From an optimization exercise on the open Yosys and OpenROAD flow, aimed at small area, a short achievable clock period and few clock cycles per item; shortcuts taken in it are not production practice. Only simulation tests tie the RTL to the original design; equivalence was not proved.

### flow/run.sh
#!/bin/bash
# synth_recipe.tcl (not shown) runs the flow's synth.tcl, then flattens the netlist and writes it again
# the make line also repeats each setting of config.mk as NAME=value (left out here)
make -C /OpenROAD-flow-scripts/flow DESIGN_CONFIG=/design/flow/config.mk WORK_HOME=/design/flow/orfs CLKGATE_MAP_FILE= SYNTH_SCRIPT=/design/flow/synth_recipe.tcl finish
### flow/constraint.sdc
create_clock -name core_clock -period 15.0 [get_ports {clk}]
set_input_delay 3.0000 -clock core_clock [delete_from_list [all_inputs] [get_ports {clk}]]
set_output_delay 3.0000 -clock core_clock [all_outputs]
set_load 0.01 [all_outputs]
### flow/design.v
module aes_sbox (input wire [7:0] a, output wire [7:0] y);
    wire T1, T2, T3, T4, T5, T6, T7, T8, T9, T10, T11, T12, T13, T14, T15, T16, T17, T18, T19, T20, T21, T22, T23, T24, T25, T26, T27, M1, M2, M3, M4, M5, M6, M7, M8, M9, M10, M11, M12, M13, M14, M15, M16, M17, M18, M19, M20, M21, M22, M23, M24, M25, M26, M27, M28, M29, M30, M31, M32, M33, M34, M35, M36, M37, M38, M39, M40, M41, M42, M43, M44, M45, M46, M47, M48, M49, M50, M51, M52, M53, M54, M55, M56, M57, M58, M59, M60, M61, M62, M63, L0, L1, L2, L3, L4, L5, L6, L7, L8, L9, L10, L11, L12, L13, L14, L15, L16, L17, L18, L19, L20, L21, L22, L23, L24, L25, L26, L27, L28, L29, S0, S1, S2, S3, S4, S5, S6, S7;
    wire U0 = a[7], U1 = a[6], U2 = a[5], U3 = a[4], U4 = a[3], U5 = a[2], U6 = a[1], U7 = a[0];
    assign T1 = U0 ^ U3;
    assign T2 = U0 ^ U5;
    assign T3 = U0 ^ U6;
    assign T4 = U3 ^ U5;
    assign T5 = U4 ^ U6;
    assign T6 = T1 ^ T5;
    assign T7 = U1 ^ U2;
    assign T8 = U7 ^ T6;
    assign T9 = U7 ^ T7;
    assign T10 = T6 ^ T7;
    assign T11 = U1 ^ U5;
    assign T12 = U2 ^ U5;
    assign T13 = T3 ^ T4;
    assign T14 = T6 ^ T11;
    assign T15 = T5 ^ T11;
    assign T16 = T5 ^ T12;
    assign T17 = T9 ^ T16;
    assign T18 = U3 ^ U7;
    assign T19 = T7 ^ T18;
    assign T20 = T1 ^ T19;
    assign T21 = U6 ^ U7;
    assign T22 = T7 ^ T21;
    assign T23 = T2 ^ T22;
    assign T24 = T2 ^ T10;
    assign T25 = T20 ^ T17;
    assign T26 = T3 ^ T16;
    assign T27 = T1 ^ T12;
    assign M1 = T13 & T6;
    assign M2 = T23 & T8;
    assign M3 = T14 ^ M1;
    assign M4 = T19 & U7;
    assign M5 = M4 ^ M1;
    assign M6 = T3 & T16;
    assign M7 = T22 & T9;
    assign M8 = T26 ^ M6;
    assign M9 = T20 & T17;
    assign M10 = M9 ^ M6;
    assign M11 = T1 & T15;
    assign M12 = T4 & T27;
    assign M13 = M12 ^ M11;
    assign M14 = T2 & T10;
    assign M15 = M14 ^ M11;
    assign M16 = M3 ^ M2;
    assign M17 = M5 ^ T24;
    assign M18 = M8 ^ M7;
    assign M19 = M10 ^ M15;
    assign M20 = M16 ^ M13;
    assign M21 = M17 ^ M15;
    assign M22 = M18 ^ M13;
    assign M23 = M19 ^ T25;
    assign M24 = M22 ^ M23;
    assign M25 = M22 & M20;
    assign M26 = M21 ^ M25;
    assign M27 = M20 ^ M21;
    assign M28 = M23 ^ M25;
    assign M29 = M28 & M27;
    assign M30 = M26 & M24;
    assign M31 = M20 & M23;
    assign M32 = M27 & M31;
    assign M33 = M27 ^ M25;
    assign M34 = M21 & M22;
    assign M35 = M24 & M34;
    assign M36 = M24 ^ M25;
    assign M37 = M21 ^ M29;
    assign M38 = M32 ^ M33;
    assign M39 = M23 ^ M30;
    assign M40 = M35 ^ M36;
    assign M41 = M38 ^ M40;
    assign M42 = M37 ^ M39;
    assign M43 = M37 ^ M38;
    assign M44 = M39 ^ M40;
    assign M45 = M42 ^ M41;
    assign M46 = M44 & T6;
    assign M47 = M40 & T8;
    assign M48 = M39 & U7;
    assign M49 = M43 & T16;
    assign M50 = M38 & T9;
    assign M51 = M37 & T17;
    assign M52 = M42 & T15;
    assign M53 = M45 & T27;
    assign M54 = M41 & T10;
    assign M55 = M44 & T13;
    assign M56 = M40 & T23;
    assign M57 = M39 & T19;
    assign M58 = M43 & T3;
    assign M59 = M38 & T22;
    assign M60 = M37 & T20;
    assign M61 = M42 & T1;
    assign M62 = M45 & T4;
    assign M63 = M41 & T2;
    assign L0 = M61 ^ M62;
    assign L1 = M50 ^ M56;
    assign L2 = M46 ^ M48;
    assign L3 = M47 ^ M55;
    assign L4 = M54 ^ M58;
    assign L5 = M49 ^ M61;
    assign L6 = M62 ^ L5;
    assign L7 = M46 ^ L3;
    assign L8 = M51 ^ M59;
    assign L9 = M52 ^ M53;
    assign L10 = M53 ^ L4;
    assign L11 = M60 ^ L2;
    assign L12 = M48 ^ M51;
    assign L13 = M50 ^ L0;
    assign L14 = M52 ^ M61;
    assign L15 = M55 ^ L1;
    assign L16 = M56 ^ L0;
    assign L17 = M57 ^ L1;
    assign L18 = M58 ^ L8;
    assign L19 = M63 ^ L4;
    assign L20 = L0 ^ L1;
    assign L21 = L1 ^ L7;
    assign L22 = L3 ^ L12;
    assign L23 = L18 ^ L2;
    assign L24 = L15 ^ L9;
    assign L25 = L6 ^ L10;
    assign L26 = L7 ^ L9;
    assign L27 = L8 ^ L10;
    assign L28 = L11 ^ L14;
    assign L29 = L11 ^ L17;
    assign S0 = L6 ^ L24;
    assign S1 = ~(L16 ^ L26);
    assign S2 = ~(L19 ^ L28);
    assign S3 = L6 ^ L21;
    assign S4 = L20 ^ L22;
    assign S5 = L25 ^ L29;
    assign S6 = ~(L13 ^ L27);
    assign S7 = ~(L6 ^ L23);
    assign y = {S0, S1, S2, S3, S4, S5, S6, S7};
endmodule
module aes_sbox_ed (input wire [7:0] a, output wire [7:0] y, input wire dec);
        wire [7:0] te, td, t, u, ye, yd;
        assign te = {a[5] ^ a[7], a[1] ^ a[2] ^ a[3] ^ a[4] ^ a[5] ^ a[6], a[2] ^ a[3] ^ a[5] ^ a[7], a[1], a[3] ^ a[4], a[3] ^ a[4] ^ a[5] ^ a[6] ^ a[7], a[2] ^ a[3] ^ a[4] ^ a[5] ^ a[6] ^ a[7], a[0] ^ a[2] ^ a[3] ^ a[4] ^ a[5] ^ a[7]};
        assign td = {a[1] ^ a[2] ^ a[6] ^ a[7], ~(a[0] ^ a[3]), ~(a[0] ^ a[4] ^ a[5] ^ a[6]), a[0] ^ a[3] ^ a[6], a[0] ^ a[1] ^ a[2] ^ a[3] ^ a[5] ^ a[6], a[7], ~(a[1] ^ a[4]), a[0] ^ a[1] ^ a[2] ^ a[3] ^ a[4] ^ a[7]};
        assign t = dec ? td : te;
        function [1:0] m4; input [1:0] p, q; reg hh, ll, mm; begin
            hh = p[1] & q[1]; ll = p[0] & q[0]; mm = (p[1]^p[0]) & (q[1]^q[0]);
            m4 = {mm ^ ll, hh ^ ll}; end endfunction
        function [3:0] m16; input [3:0] p, q; reg [1:0] h, l, m; begin
            h = m4(p[3:2], q[3:2]); l = m4(p[1:0], q[1:0]); m = m4(p[3:2]^p[1:0], q[3:2]^q[1:0]);
            m16 = {m ^ l, {h[0], h[0] ^ h[1]} ^ l}; end endfunction
        function [3:0] inv16; input [3:0] p; begin case (p)
            4'd0: inv16 = 4'd0;
            4'd1: inv16 = 4'd1;
            4'd2: inv16 = 4'd3;
            4'd3: inv16 = 4'd2;
            4'd4: inv16 = 4'd10;
            4'd5: inv16 = 4'd8;
            4'd6: inv16 = 4'd14;
            4'd7: inv16 = 4'd13;
            4'd8: inv16 = 4'd5;
            4'd9: inv16 = 4'd11;
            4'd10: inv16 = 4'd4;
            4'd11: inv16 = 4'd9;
            4'd12: inv16 = 4'd15;
            4'd13: inv16 = 4'd7;
            4'd14: inv16 = 4'd6;
            4'd15: inv16 = 4'd12;
            endcase end endfunction
        wire [3:0] a1 = t[7:4], a0 = t[3:0];
        wire [3:0] dd = {a1[0] ^ a1[2], a1[1] ^ a1[3], a1[1] ^ a1[2], a1[0] ^ a1[1] ^ a1[3]} ^ m16(a1, a0) ^ {a0[3], a0[2] ^ a0[3], a0[1] ^ a0[2] ^ a0[3], a0[0] ^ a0[1] ^ a0[2]};
        wire [3:0] di = inv16(dd);
        assign u = {m16(a1, di), m16(a1 ^ a0, di)};
        assign ye = {u[2], ~(u[4] ^ u[6]), ~(u[2] ^ u[3] ^ u[6] ^ u[7]), u[0] ^ u[4] ^ u[7], u[0] ^ u[2] ^ u[3] ^ u[5] ^ u[6], u[0] ^ u[1] ^ u[2] ^ u[6], ~(u[0] ^ u[1] ^ u[4] ^ u[7]), ~(u[0] ^ u[2] ^ u[3] ^ u[5])};
        assign yd = {u[1] ^ u[4] ^ u[6], u[2] ^ u[3] ^ u[7], u[1] ^ u[4] ^ u[6] ^ u[7], u[1] ^ u[2] ^ u[3] ^ u[5] ^ u[7], u[1] ^ u[2] ^ u[5] ^ u[7], u[1] ^ u[2], u[4], u[0] ^ u[1] ^ u[2] ^ u[3] ^ u[7]};
        assign y = dec ? yd : ye;
endmodule
module aes128_engine (
    input  wire         clk,
    input  wire         rst,         
    input  wire         in_valid,
    output wire         in_ready,
    input  wire         in_decrypt,  
    input  wire [127:0] in_key,
    input  wire [127:0] in_block,
    output reg          out_valid,
    output wire [127:0] out_block
);
    localparam [1:0] S_IDLE = 2'd0,
                     S_ENC  = 2'd1,
                     S_KEXP = 2'd2,
                     S_DEC  = 2'd3;
    reg [1:0]   fsm;
    reg [3:0]   round;
    reg [127:0] state;
    reg [127:0] rk;
    assign in_ready  = (fsm == S_IDLE);
    assign out_block = state;
    wire accept   = in_valid && (fsm == S_IDLE);
    wire key_back = (fsm == S_DEC);
    wire dec      = fsm[1];           
    reg [7:0] rcon;
    always @(*) begin
        case (round)
            4'd1:    rcon = 8'h01;
            4'd2:    rcon = 8'h02;
            4'd3:    rcon = 8'h04;
            4'd4:    rcon = 8'h08;
            4'd5:    rcon = 8'h10;
            4'd6:    rcon = 8'h20;
            4'd7:    rcon = 8'h40;
            4'd8:    rcon = 8'h80;
            4'd9:    rcon = 8'h1b;
            4'd10:   rcon = 8'h36;
            default: rcon = 8'h00;
        endcase
    end
    wire [31:0] w0 = rk[127:96];
    wire [31:0] w1 = rk[95:64];
    wire [31:0] w2 = rk[63:32];
    wire [31:0] w3 = rk[31:0];
    wire [31:0] pw3      = w3 ^ w2;
    wire [31:0] sw_in    = key_back ? pw3 : w3;
    wire [31:0] sw_rot   = {sw_in[23:0], sw_in[31:24]};
    wire [31:0] sw_out;
    genvar i;
    generate
        for (i = 0; i < 4; i = i + 1) begin : g_ksbox
            aes_sbox u_sbox (.a(sw_rot[8*i +: 8]), .y(sw_out[8*i +: 8]));
        end
    endgenerate
    wire [31:0] t = sw_out ^ {rcon, 24'h000000};
    wire [31:0] nw0 = w0 ^ t;
    wire [31:0] nw1 = w1 ^ nw0;
    wire [31:0] nw2 = w2 ^ nw1;
    wire [31:0] nw3 = w3 ^ nw2;
    wire [127:0] rk_fwd = {nw0, nw1, nw2, nw3};
    wire [31:0] pw0 = w0 ^ t;
    wire [31:0] pw1 = w1 ^ w0;
    wire [31:0] pw2 = w2 ^ w1;
    wire [127:0] rk_bwd = {pw0, pw1, pw2, pw3};
    function [7:0] xt;   
        input [7:0] b;
        xt = {b[6:0], 1'b0} ^ (b[7] ? 8'h1b : 8'h00);
    endfunction
    function [31:0] mixcol;
        input [31:0] c;   
        reg [7:0] s0, s1, s2, s3;
        begin
            s0 = c[31:24]; s1 = c[23:16]; s2 = c[15:8]; s3 = c[7:0];
            mixcol[31:24] = xt(s0 ^ s1) ^ s1 ^ s2 ^ s3;
            mixcol[23:16] = xt(s1 ^ s2) ^ s2 ^ s3 ^ s0;
            mixcol[15:8]  = xt(s2 ^ s3) ^ s3 ^ s0 ^ s1;
            mixcol[7:0]   = xt(s3 ^ s0) ^ s0 ^ s1 ^ s2;
        end
    endfunction
    function [31:0] inv_mixcol;
        input [31:0] c;
        reg [7:0] s0, s1, s2, s3;
        reg [7:0] a0, a1, a2, a3, b0, b1, b2, b3, d0, d1, d2, d3;
        begin
            s0 = c[31:24]; s1 = c[23:16]; s2 = c[15:8]; s3 = c[7:0];
            a0 = xt(s0); a1 = xt(s1); a2 = xt(s2); a3 = xt(s3);   
            b0 = xt(a0); b1 = xt(a1); b2 = xt(a2); b3 = xt(a3);   
            d0 = xt(b0); d1 = xt(b1); d2 = xt(b2); d3 = xt(b3);   
            inv_mixcol[31:24] = (d0^b0^a0) ^ (d1^a1^s1) ^ (d2^b2^s2) ^ (d3^s3);
            inv_mixcol[23:16] = (d0^s0) ^ (d1^b1^a1) ^ (d2^a2^s2) ^ (d3^b3^s3);
            inv_mixcol[15:8]  = (d0^b0^s0) ^ (d1^s1) ^ (d2^b2^a2) ^ (d3^a3^s3);
            inv_mixcol[7:0]   = (d0^a0^s0) ^ (d1^b1^s1) ^ (d2^s2) ^ (d3^b3^a3);
        end
    endfunction
    wire [127:0] shr;     
    wire [127:0] sb;      
    genvar r, c;
    generate
        for (c = 0; c < 4; c = c + 1) begin : g_col
            for (r = 0; r < 4; r = r + 1) begin : g_row
                assign shr[127-8*(4*c+r) -: 8] = dec
                    ? state[127-8*(4*((c+4-r)%4)+r) -: 8]
                    : state[127-8*(4*((c+r)%4)+r) -: 8];
            end
        end
        for (i = 0; i < 16; i = i + 1) begin : g_sbox
            aes_sbox_ed u_sbox (.a(shr[127-8*i -: 8]), .dec(dec),
                                .y(sb[127-8*i -: 8]));
        end
    endgenerate
    wire [127:0] mc;
    wire [127:0] dec_ark = sb ^ rk_bwd;
    wire [127:0] imc;
    generate
        for (c = 0; c < 4; c = c + 1) begin : g_mix
            assign mc[127-32*c -: 32]  = mixcol(sb[127-32*c -: 32]);
            assign imc[127-32*c -: 32] = inv_mixcol(dec_ark[127-32*c -: 32]);
        end
    endgenerate
    wire         enc_last = (round == 4'd10);
    wire         dec_last = (round == 4'd1);
    wire [127:0] enc_next = (enc_last ? sb : mc) ^ rk_fwd;
    wire [127:0] dec_next = dec_last ? dec_ark : imc;
    always @(posedge clk) begin
        if (rst) begin
            fsm       <= S_IDLE;
            round     <= 4'd0;
            out_valid <= 1'b0;
        end else begin
            out_valid <= 1'b0;
            case (fsm)
                S_IDLE: begin
                    if (accept) begin
                        round <= 4'd1;
                        fsm   <= in_decrypt ? S_KEXP : S_ENC;
                    end
                end
                S_ENC: begin
                    if (enc_last) begin
                        fsm       <= S_IDLE;
                        out_valid <= 1'b1;
                    end else begin
                        round <= round + 4'd1;
                    end
                end
                S_KEXP: begin
                    if (enc_last) fsm   <= S_DEC;
                    else          round <= round + 4'd1;
                end
                S_DEC: begin
                    if (dec_last) begin
                        fsm       <= S_IDLE;
                        out_valid <= 1'b1;
                    end else begin
                        round <= round - 4'd1;
                    end
                end
                default: fsm <= S_IDLE;
            endcase
        end
    end
    always @(posedge clk) begin
        case (fsm)
            S_IDLE: begin
                state <= in_block ^ in_key;
                rk    <= in_key;
            end
            S_ENC: begin
                state <= enc_next;
                rk    <= rk_fwd;
            end
            S_KEXP: begin
                state <= state ^ rk ^ rk_fwd;
                rk    <= rk_fwd;
            end
            default: begin
                state <= dec_next;
                rk    <= rk_bwd;
            end
        endcase
    end
endmodule
### flow/config.mk
export PLATFORM = sky130hd
export DESIGN_NAME = aes128_engine
export DESIGN_NICKNAME = aes128_engine
export VERILOG_FILES = /design/flow/design.v
export SDC_FILE = /design/flow/constraint.sdc
export NUM_CORES = 8
export LEC_CHECK = 0
export ABC_AREA = 1
export CAP_MARGIN = 30
export CORE_MARGIN = 2
export CORE_UTILIZATION = 45
export PLACE_DENSITY = 0.6
export SLEW_MARGIN = 20
==> results.cfg <==
[worst_setup_path]
critPathMaxStageDelay_ns = 0.79
worst-path-buf-inv = 8
cp_slowest_cell = dfxtp_4
path_depth = 55
worst-path-max-fanout = 78
worstPathRequired_ns = 15.60
worstPathArrival_ns = 9.71
cpMostUsedCell = nand2_1
crit_type = register to register
critPathCaptureType = register
crit_family = simple AND/OR/NAND/NOR gates
start_kind = register
reg2reg_depth = 55

[floorplanning]
die_w_um = 454
die-area_mm2 = 0.206
coreArea_mm2 = 0.202
num_rows = 165
fp.dieH_um = 454
start_util_pct = 45.1
pin_count = 390

[synth]
synthCells = 18000
yosysSeqAreaShare_pct = 5.96
synth-edff-count = 0
yosysTopAreaCell = nand2_1
synth.net_count = 18400
synth_top_area_share_pct = 34.8
ys_ff_latch = 271
synth.distinct_cells = 68
netlist_area_mm2 = 0.0910
synth_area_per_cell_um2 = 5.05
synthArstFlopShare_pct = 0
yosys_most_used_dff = dfxtp_1
yosys_warnings = 2
synth.top_cells.by_area = nand2_1 35%, nand3_1 17%, xor2_1 8.3%

[grt]
grt-ovfl-total = 0
grt_pass1_wl_um = 685000
track_usage_pct = 44.8
grt_pass1_vias = 101000
grt_max_degree = 135
antenna_found_initial = 28

[route]
ant_nets = 0
vias = 120000
routedWlPerCell_um = 23.1
routed_wl_um = 485000
drtPass1Iterations = 7
vias_per_cell = 5.71
drt_iter0_markers = 16200
drc = 0

[timing]
fin_setup_tns_ns = 0
worstMarginPinSlew_ns = 1.20
slew_headroom_pct = 20.3
max_freq_mhz = 110
whs_ns = 0.669
setup_violations = 0
finalHoldViolCount = 0
drv_slew = 0
fin_crit_sh_pct = 60.8
fin_skew_ns = 0.0696
rsz0062_at_grt = no
period_needed_ns = 9.11

[clock_network]
htreeDepth = 2
path_clk_slew_ns = 0.07
cts_made_buffers = 47
hold_buffers = 0
cts_tree = done
clock_latency_ns = 0.76
clockBufferDepth = 3
root_buffer = clkbuf_16
post_cts_resized = 0
cts_setup_buffers = 0
numClockSinks = 271

[outcome]
status = no timing/DRC/antenna violations

[hold_path]
whs_path_depth = 3
hold_class = register to register

[layout]
final_layout_size_suffix_gt1_share_pct = 6.96
area_delta_synth_final_pct = 8.96
nets = 18600
finalInstanceArea_mm2 = 0.0992

[placement]
post-dp-hpwl_um = 404000
place_congestion = 1.10
placed_cell_area_mm2 = 0.0973
port_buffers = 389

[flow_run]
maxCapViolations = 0
[registers in the layout, summed over array words and instances (netlist names)]
register,count
rcon,8
out_valid,1
fsm,2
state,128
rk,128
round,4
[metrics by stage]
step / setup slack [ns] / util [%] / std cells
after floorplan: 8.96 / - / 18000
after global placement: 6.19 / 48.2 / 20800
after detailed placement: 6.30 / 48.3 / 20900
after CTS: 6.23 / 49.1 / 20900
after global routing: 5.28 / 49.1 / 21000
final: 5.89 / 49.2 / 21000
[tightest hold or removal path, stage by stage (launching register included)]
cell	delay [ns]
dfxtp_1	0.38
xor2_1	0.10
nand2_1	0.08
nand3_1	0.07
[logic make-up (layout without fill, tap and decap cells)]
| kind of cell | after synthesis | in the layout | synth area share, % |
|---|---|---|---|
| simple gates | 13000 | 13000 | 61.7 |
| buf+inv | 2068 | 2335 | 9.32 |
| xor+xnor | 1359 | 1359 | 13.9 |
| compound gates | 1185 | 1185 | 7.56 |
| flops | 271 | 271 | 5.96 |
| fa+ha+maj | 116 | 116 | 1.59 |
| other cells | 0 | 20 | 0 |
[path summary, 6_finish.rpt]
kind	from	end	slack (ns)
hold / removal	rk[13]$_DFF_P_	rk[13]$_DFF_P_	0.67
setup reg to reg	fsm[1]$_SDFFE_PP0P_	state[12]$_DFF_P_	5.89
setup / recovery	fsm[1]$_SDFFE_PP0P_	state[12]$_DFF_P_	5.89
hold reg to reg	rk[13]$_DFF_P_	rk[13]$_DFF_P_	0.67
[layout by cell type, fill, tap and decap left out, types with 9 or more instances in the layout]
cell type        netlist  final
o221ai_1              44     44
inv_1               1591   1587
nand2_1             8429   8429
o21bai_1              29     29
nand3_2               58     58
clkbuf_16              0     50
or2_2                 36     36
nand2_2              564    564
or2_1                 45     45
ha_1                 116    113
diode_2                0     20
nand3b_1             118    118
clkinvlp_4             0      9
or3_1                 11     11
a21oi_1              341    341
xnor2_2               18     20
clkdlybuf4s50_1        0    389
nand2_4               61     61
xnor2_1              417    415
o21ai_1               69     73
dfxtp_1              271    270
o22ai_1               52     52
o21ai_4               13     13
a21o_1                13     13
inv_2                152    151
nand4_1               96     96
nor2_2                25     25
o211ai_1              59     59
nand3_1             3121   3120
o21ai_0              485    481
buf_4                 18     96
xor2_1               860    854
o21ai_2               44     44
nor2_4                 9     13
nor2_1               409    405
xor2_2                53     59
[area by class of cell]
type | instances | area (µm²)
fill | 22700 | 103000
multi-input combinational | 15700 | 77200
inverter | 1753 | 6640
sequential | 271 | 5430
timing repair buffer | 497 | 4790
tap | 2672 | 3340
clock buffer | 57 | 1270
clock inverter | 28 | 404
antenna | 20 | 50.0
[per-layer routing]
metal	wire length [µm]	global-route usage, %	up-vias
li1	-	-	57900
met1	195000	59.2	54100
met2	192000	64.2	6580
met3	55700	9.30	1212
met4	42400	32.3	10
met5	62	0	-
[Yosys cell counts (all sizes together) (118+ instances only)]
cell type and instances:
nand2 9054, nand3 3181, inv 1750, xor2 920, o21ai 611, nor2 443
xnor2 438, a21oi 343, dfxtp 271, buf 171, clkbuf 144, nand3b 118
Testbench counts, summed over its fixed seeds: cycles 16,338, items 1,280.

-- afterwards: timing with drivers on the ports --
The flow's constraints put no driver on any port. The routed layout listed below was extracted and timed again, unchanged, in two steps. Step 1 (the two cells are an assumption about what drives the block):
set clk [get_ports {clk}]
set_driving_cell -lib_cell sky130_fd_sc_hd__clkbuf_16 $clk
set_driving_cell -lib_cell sky130_fd_sc_hd__buf_2 [delete_from_list [all_inputs] $clk]
Step 2 times the ports against the registers' clock, not the clock port: input delays grow and output delays shrink by t, the midpoint of the rising clock arrivals with the driver on. Slacks: ideal ports / drivers / drivers and shift; pairs: ideal ports / drivers.
shift t [ns]: 0.815
setup WS [ns]: 5.885 / 5.885 / 5.885
worst register clock-pin slew, ns: 0.08 / 0.08
worst data-port slew with drivers (ns): 0.25
pins driven straight from the clock port: 1
After both steps this run still meets setup and hold. The setup slack of this run moves by 0.000 ns with the drivers and by 0.000 ns with both steps.
